Background: an optimization exercise with open tools, aiming at small area, a short achievable clock period and few clock cycles per item. Do not read the settings as production practice.
For this run, only the layout was checked, not whether the RTL still works.

**flow/config.mk**
```make
export PLATFORM = sky130hd
export DESIGN_NAME = jet_sample
export DESIGN_NICKNAME = jet_sample
export VERILOG_FILES = /design/flow/design.v
export SDC_FILE = /design/flow/constraint.sdc
export NUM_CORES = 4
export LEC_CHECK = 0
export CAP_MARGIN = 20
export CORE_MARGIN = 2
export CORE_UTILIZATION = 40
export SLEW_MARGIN = 20
```
**flow/constraint.sdc**
```tcl
create_clock -name core_clock -period 28.0 [get_ports {clk}]
set_input_delay 5.6000 -clock core_clock [delete_from_list [all_inputs] [get_ports {clk}]]
set_output_delay 5.6000 -clock core_clock [all_outputs]
set_load 0.01 [all_outputs]
```
**flow/design.v**
```verilog
module jet_sample (
    input  wire        clk,
    input  wire        rst,
    input  wire        in_valid,
    output wire        in_ready,
    input  wire [39:0] tap0,
    input  wire [39:0] tap1,
    input  wire [39:0] tap2,
    input  wire [39:0] tap3,
    input  wire [7:0]  fx,
    input  wire [7:0]  fy,
    input  wire [3:0]  outside,       
    input  wire        edge_clamp,    
    input  wire [1:0]  matrix,        
    input  wire        range_full,    
    input  wire [1:0]  alpha_mode,    
    input  wire        occ_opaque,    
    input  wire [10:0] plane_alpha,   
    output reg         out_valid,
    output reg  [9:0]  r_code,
    output reg  [9:0]  g_code,
    output reg  [9:0]  b_code,
    output reg  [19:0] alpha_p        
);
    assign in_ready = 1'b1;
    reg v0, v1, v2, v3;
    always @(posedge clk) begin
        if (rst) begin
            v0 <= 1'b0; v1 <= 1'b0; v2 <= 1'b0; v3 <= 1'b0; out_valid <= 1'b0;
        end else begin
            v0 <= in_valid; v1 <= v0; v2 <= v1; v3 <= v2; out_valid <= v3;
        end
    end
    reg [39:0] t0_q, t1_q, t2_q, t3_q;
    reg [7:0]  fx_q, fy_q;
    reg [3:0]  out_q;
    reg        edge_q, rng_q, occ_q;
    reg [1:0]  mx_q, am_q;
    reg [10:0] pa_q;
    always @(posedge clk) begin
        t0_q <= tap0; t1_q <= tap1; t2_q <= tap2; t3_q <= tap3;
        fx_q <= fx; fy_q <= fy; out_q <= outside; edge_q <= edge_clamp;
        mx_q <= matrix; rng_q <= range_full; am_q <= alpha_mode;
        occ_q <= occ_opaque; pa_q <= plane_alpha;
    end
    wire [9:0] a0 = (edge_q || !out_q[0]) ? t0_q[9:0] : 10'd0;
    wire [9:0] a1 = (edge_q || !out_q[1]) ? t1_q[9:0] : 10'd0;
    wire [9:0] a2 = (edge_q || !out_q[2]) ? t2_q[9:0] : 10'd0;
    wire [9:0] a3 = (edge_q || !out_q[3]) ? t3_q[9:0] : 10'd0;
    function [17:0] hlerp;
        input [9:0] l, r;
        input [7:0] f;
        reg signed [10:0] d;
        reg signed [19:0] p;
        begin
            d = $signed({1'b0, r}) - $signed({1'b0, l});
            p = $signed({1'b0, l, 8'd0}) + d * $signed({1'b0, f});
            hlerp = p[17:0];
        end
    endfunction
    reg [17:0] ty, tcb, tcr, ta, by, bcb, bcr, ba;
    reg [7:0]  fy_1;
    reg [1:0]  mx_1;
    reg        rng_1, frc_1;
    reg [10:0] pa_1;
    always @(posedge clk) begin
        ty  <= hlerp(t0_q[39:30], t1_q[39:30], fx_q);
        tcb <= hlerp(t0_q[29:20], t1_q[29:20], fx_q);
        tcr <= hlerp(t0_q[19:10], t1_q[19:10], fx_q);
        ta  <= hlerp(a0, a1, fx_q);
        by  <= hlerp(t2_q[39:30], t3_q[39:30], fx_q);
        bcb <= hlerp(t2_q[29:20], t3_q[29:20], fx_q);
        bcr <= hlerp(t2_q[19:10], t3_q[19:10], fx_q);
        ba  <= hlerp(a2, a3, fx_q);
        fy_1 <= fy_q; mx_1 <= mx_q; rng_1 <= rng_q; pa_1 <= pa_q;
        frc_1 <= (am_q == 2'd2) || (occ_q && pa_q == 11'h400);
    end
    function [25:0] vlerp;
        input [17:0] t, b;
        input [7:0] f;
        reg signed [18:0] d;
        reg signed [27:0] p;
        begin
            d = $signed({1'b0, b}) - $signed({1'b0, t});
            p = $signed({1'b0, t, 8'd0}) + d * $signed({1'b0, f});
            vlerp = p[25:0];
        end
    endfunction
    reg [25:0] yb, cbb, crb, ab;
    reg [1:0]  mx_2;
    reg        rng_2, frc_2;
    reg [10:0] pa_2;
    always @(posedge clk) begin
        yb  <= vlerp(ty, by, fy_1);
        cbb <= vlerp(tcb, bcb, fy_1);
        crb <= vlerp(tcr, bcr, fy_1);
        ab  <= vlerp(ta, ba, fy_1);
        mx_2 <= mx_1; rng_2 <= rng_1; pa_2 <= pa_1; frc_2 <= frc_1;
    end
    reg [15:0] rv, gu, gv, bu;
    reg signed [43:0] kr, kg, kb;    
    wire ident = (mx_2 == 2'd3);
    wire narrow = !rng_2;
    always @(*) begin
        case ({mx_2, rng_2})
            3'b00_1: begin rv = 16'd25802; gu = 16'd3069; gv = 16'd7670;  bu = 16'd30402; end
            3'b00_0: begin rv = 16'd29459; gu = 16'd3504; gv = 16'd8757;  bu = 16'd34711; end
            3'b01_1: begin rv = 16'd24160; gu = 16'd2696; gv = 16'd9361;  bu = 16'd30825; end
            3'b01_0: begin rv = 16'd27584; gu = 16'd3078; gv = 16'd10688; bu = 16'd35194; end
            3'b10_1: begin rv = 16'd22970; gu = 16'd5638; gv = 16'd11700; bu = 16'd29032; end
            3'b10_0: begin rv = 16'd26226; gu = 16'd6438; gv = 16'd13359; bu = 16'd33148; end
            3'b11_1: begin rv = 16'd16384; gu = 16'd0;    gv = 16'd0;     bu = 16'd16384; end
            default: begin rv = 16'd19133; gu = 16'd0;    gv = 16'd0;     bu = 16'd19133; end
        endcase
    end
    wire signed [43:0] cyoy = narrow ? (44'sd19133 * 44'sd4194304) : 44'sd0;
    wire signed [43:0] half = 44'sd536870912;
    wire signed [43:0] rv25 = $signed({28'd0, rv}) <<< 25;
    wire signed [43:0] gu25 = $signed({28'd0, gu}) <<< 25;
    wire signed [43:0] gv25 = $signed({28'd0, gv}) <<< 25;
    wire signed [43:0] bu25 = $signed({28'd0, bu}) <<< 25;
    wire [43:0] yb_e = {18'd0, yb};
    wire [43:0] py   = (yb_e << 14) + (narrow ? ((yb_e << 11) + (yb_e << 9) + (yb_e << 7)
                         + (yb_e << 6) - (yb_e << 2) + yb_e) : 44'd0);
    wire [43:0] pyn  = ident ? 44'd0 : py;
    wire signed [43:0] xr = $signed(pyn) + $signed({28'd0, rv}) * $signed({18'd0, crb})
                            - (ident ? cyoy : cyoy + rv25) + half;
    wire signed [43:0] xg = $signed(py) - $signed({28'd0, gu}) * $signed({18'd0, cbb})
                            - $signed({28'd0, gv}) * $signed({18'd0, crb})
                            - cyoy + gu25 + gv25 + half;
    wire signed [43:0] xb = $signed(pyn) + $signed({28'd0, bu}) * $signed({18'd0, cbb})
                            - (ident ? cyoy : cyoy + bu25) + half;
    function [9:0] clip;
        input signed [43:0] x;
        begin
            if (x[43])
                clip = 10'd0;
            else if (|x[42:40])
                clip = 10'd1023;
            else
                clip = x[39:30];
        end
    endfunction
    wire [49:0] ab_e   = {24'd0, ab};
    wire [49:0] ab_s   = (ab_e << 23) + (ab_e << 13) + (ab_e << 3) + (50'd1 << 29);
    wire [20:0] ab_r   = ab_s[50-1:30];
    wire [19:0] alpha  = (frc_2 || ab_r > 21'h80000) ? 20'h80000 : ab_r[19:0];
    reg [9:0]  r_3, g_3, b_3;
    reg [19:0] al_3;
    reg [10:0] pa_3;
    always @(posedge clk) begin
        r_3 <= clip(xr); g_3 <= clip(xg); b_3 <= clip(xb);
        al_3 <= alpha; pa_3 <= pa_2;
    end
    wire [30:0] apa = al_3 * pa_3 + 31'd512;
    always @(posedge clk) begin
        r_code <= r_3; g_code <= g_3; b_code <= b_3;
        alpha_p <= apa[29:10];
    end
endmodule
```
**flow/run.sh**
```bash
#!/bin/bash
# synth_recipe.tcl (not shown) runs the flow's synth.tcl, then flattens the netlist and writes it again
# the make line also repeats each setting of config.mk as NAME=value (left out here)
make -C /OpenROAD-flow-scripts/flow DESIGN_CONFIG=/design/flow/config.mk WORK_HOME=/design/flow/orfs CLKGATE_MAP_FILE= SYNTH_SCRIPT=/design/flow/synth_recipe.tcl finish
```
==> impl_metrics.toml <==
[clock_tree]
numCtsBuffers = 89
h-tree-depth = 3
clock-sinks = 600
worstSkewPairLatency_ns = 0.85
root_buffer = "clkbuf_16"
clk_path_buf_depth = 4
postCtsSetupRepairBufs = 0
tritoncts = "yes"
holdBufCountCts = 0
clk_pin_slew_worst_paths_ns = 0.07
ctsResizeCount = 0

[setup_path]
crit_slowest_cell = "buf_4"
slowest_delay_ns = 0.60
cp-end-kind = "flip-flop"
path_class = "flip-flop to flip-flop"
required_ns = 28.64
critPathLaunchType = "flip-flop"
crit_top_cell = "fa_1"
critPathBufInv = 11
critical_path.max_fanout = 44
crit_family = "adder cells"
worstPathArrival_ns = 16.02

[synthesis]
synth_cell_types = 99
synth_edf_count = 0
syn_inst = 15108
synth_top_area_cell = "fa_1"
synth-simple-area-share_pct = 14.6
ys_ff_latch = 600
ys_top_cells_by_area = "fa_1, ha_1, inv_1"
synth_ff_type = "dfxtp_1"
avgSynthCellArea_um2 = 9.08
synth-compound-area-share_pct = 6.68
synthMuxAreaShare_pct = 0.0629
synth_top_family_by_area = "adder cells"
ys_seq_area_share_pct = 8.75
ys_async_sr_fraction_pct = 0
synth_area_mm2 = 0.137
yosys_warnings = 1
syn_nets = 19689
synth_xor_xnor_area_share_pct = 4.33
synth_top_area_share_pct = 39.2
synth_adder_area_share_pct = 54.6

[placed_design]
portBuffers = 251
placed_area_mm2 = 0.145
dp_cells = 19608
hpwlAfterDp_mm = 299
pre_cts_ws_ns = 12.90
place_congestion = 0.935

[grt]
antenna_found_initial = 14
grt_use_total_pct = 21.5
grt_overflow = 0
grt_pass1_vias = 103383
grt_pass1_wl_mm = 586
grt_max_degree = 65

[min_path]
hp-class = "flip-flop to flip-flop"

[drt]
antenna_left = 0
vias = 97661
avgViaCountPerCell = 4.94
wl_mm = 363
remaining_drc_errors = 0
drt-wirelength-per-cell_um = 18.4
first_iter_violations = 5597
first_pass_iters = 6

[floorplanning]
boundaryPins = 253
core_area_mm2 = 0.342
die_h_um = 590
initial_core_util_pct = 40.1
rows = 215
die_w_um = 590
dieArea_mm2 = 0.348

[timing]
max_freq_mhz = 65.0
skew_ns = 0.0967
setup_ws_ns = 12.62
drv_slew = 0
tns_ns = 0
setup_viol = 0
hold_viol = 0
maxSlewHeadroom_pct = 26.5
grt_setup_unrepaired = "no"
finalCriticalPeriod_ns = 15.38
period_share_pct = 54.9
tightestPinTransition_ns = 1.10

[final_layout]
final_cell_mix = "inv_1, fa_1, ha_1"
layout_commonest_cell = "inv_1"
fin_cells = 19769
fin_nets = 19723
drive_gt1_share_pct = 2.77
area_delta_synth_final_pct = 7.88
postLayoutCellArea_mm2 = 0.148
fin_util_pct = 43.3

[flow_run]
maxCapViolCount = 0

[status]
status = "finished clean"
==> path summary, 6_finish.rpt <==
| path | slack [ns] | start | cells past startpoint | endpoint |
|---|---|---|---|---|
| worst max-delay path | 12.62 | rng_2 | 50 | g_3[9] |
| worst min-delay path | 0.32 | mx_q[1] | 0 | mx_1[1] |
| worst max register to register | 12.62 | rng_2 | 50 | g_3[9] |
| worst min register to register | 0.32 | mx_q[1] | 0 | mx_1[1] |
==> registers in the layout, summed over array words and instances (netlist names), 18 cells and up <==
signal,cells
cbb,26
by,18
al_3,20
ta,18
yb,26
alpha_p,20
crb,26
tcr,18
tcb,18
t1_q,40
t0_q,40
ab,26
bcb,18
t3_q,40
ty,18
ba,18
bcr,18
t2_q,40
==> layer usage <==
metal / GRT usage (%) / up-vias / share of wire, %
met4: 4.97 / 0 / 2.4
met1: 30.9 / 49087 / 47
met3: 3.13 / 387 / 6.3
met5: 0 / - / 0
li1: - / 45725 / -
met2: 34.1 / 2462 / 45
==> through the flow <==
stage / hold slack, ns
floorplan: 0.310
detailed placement: 0.312
global placement: 0.310
CTS: 0.321
global route: 0.328
finish: 0.317
==> layout make-up <==
cell class              instances  area [µm²]
clock inverters                49         598
clock buffers                 111        2460
fillers                     34065      194000
multi-input cells           10496      110000
inverters                    3559       13400
well taps                    4557        5700
flip-flops and latches        600       12100
diodes                          1        2.50
repair buffers                396        3600
==> cells in the mapped netlist, drive strengths merged (10+ instances only) <==
cell type  count
xnor2        496
xor2         176
nand2b       105
and4          15
inv         3555
a21boi        26
and3         112
nor3b         12
nand2       1594
o211ai        32
nand4         32
fa          2687
nor3          94
a31o          15
o31ai         16
nor2         413
a31oi         45
a21oi        443
o21a         102
buf           15
ha          1693
o41ai         10
and2        1191
nand3        113
nor2b        228
clkbuf       438
a211o         13
a21o         200
a211oi        37
o21bai       105
or3           29
dfxtp        600
o21ai        258
or2           36
nor4          10
a41oi         11
==> worst register-to-register path, delay by kind of cell (launching register included) <==
family	cells	cell delay (ns)
DFF	1	0.31
AOI/OAI and AO/OA	14	3.80
and+or+nand+nor	11	1.98
adders and majority gates	12	5.06
buffers and inverters	11	3.42
xor gates and xnor gates	2	0.64
==> cells by family after synthesis <==
| kind of cell | Yosys count |
|---|---|
| adder cells (fa/ha/maj) | 4380 |
| AND/OR/NAND/NOR | 4015 |
| buffers and inverters | 4012 |
| AO/OA/AOI/OAI | 1418 |
| XOR/XNOR | 674 |
| flip-flops | 600 |
| multiplexers | 8 |
| other | 1 |

## what the ideal ports hide
No port has a modelled driver above. Below, the same layout with a new extraction and two added sets of constraints. Step 1, drivers: a clkbuf_16 drives clk and a buf_2 each remaining input, both assumed. Step 2 adds t to the input delays and takes it off the output delays; t is the mean of the earliest and latest rising clock arrival at the registers after step 1. Input paths then give back, and output paths get back, about the clock's delay inside the block. a / b / c = ideal ports / drivers / drivers and shift; a / b = the first two.
t, ns: 0.897
slack for setup (ns): 12.617 / 12.617 / 12.617
hold slack, ns: 0.317 / 0.317 / 0.317
worst register clock-pin slew, ns: 0.07 / 0.07
After both steps setup and hold are still met in this run. The setup slack of this run moves by 0.000 ns with the drivers and by 0.000 ns with both steps.
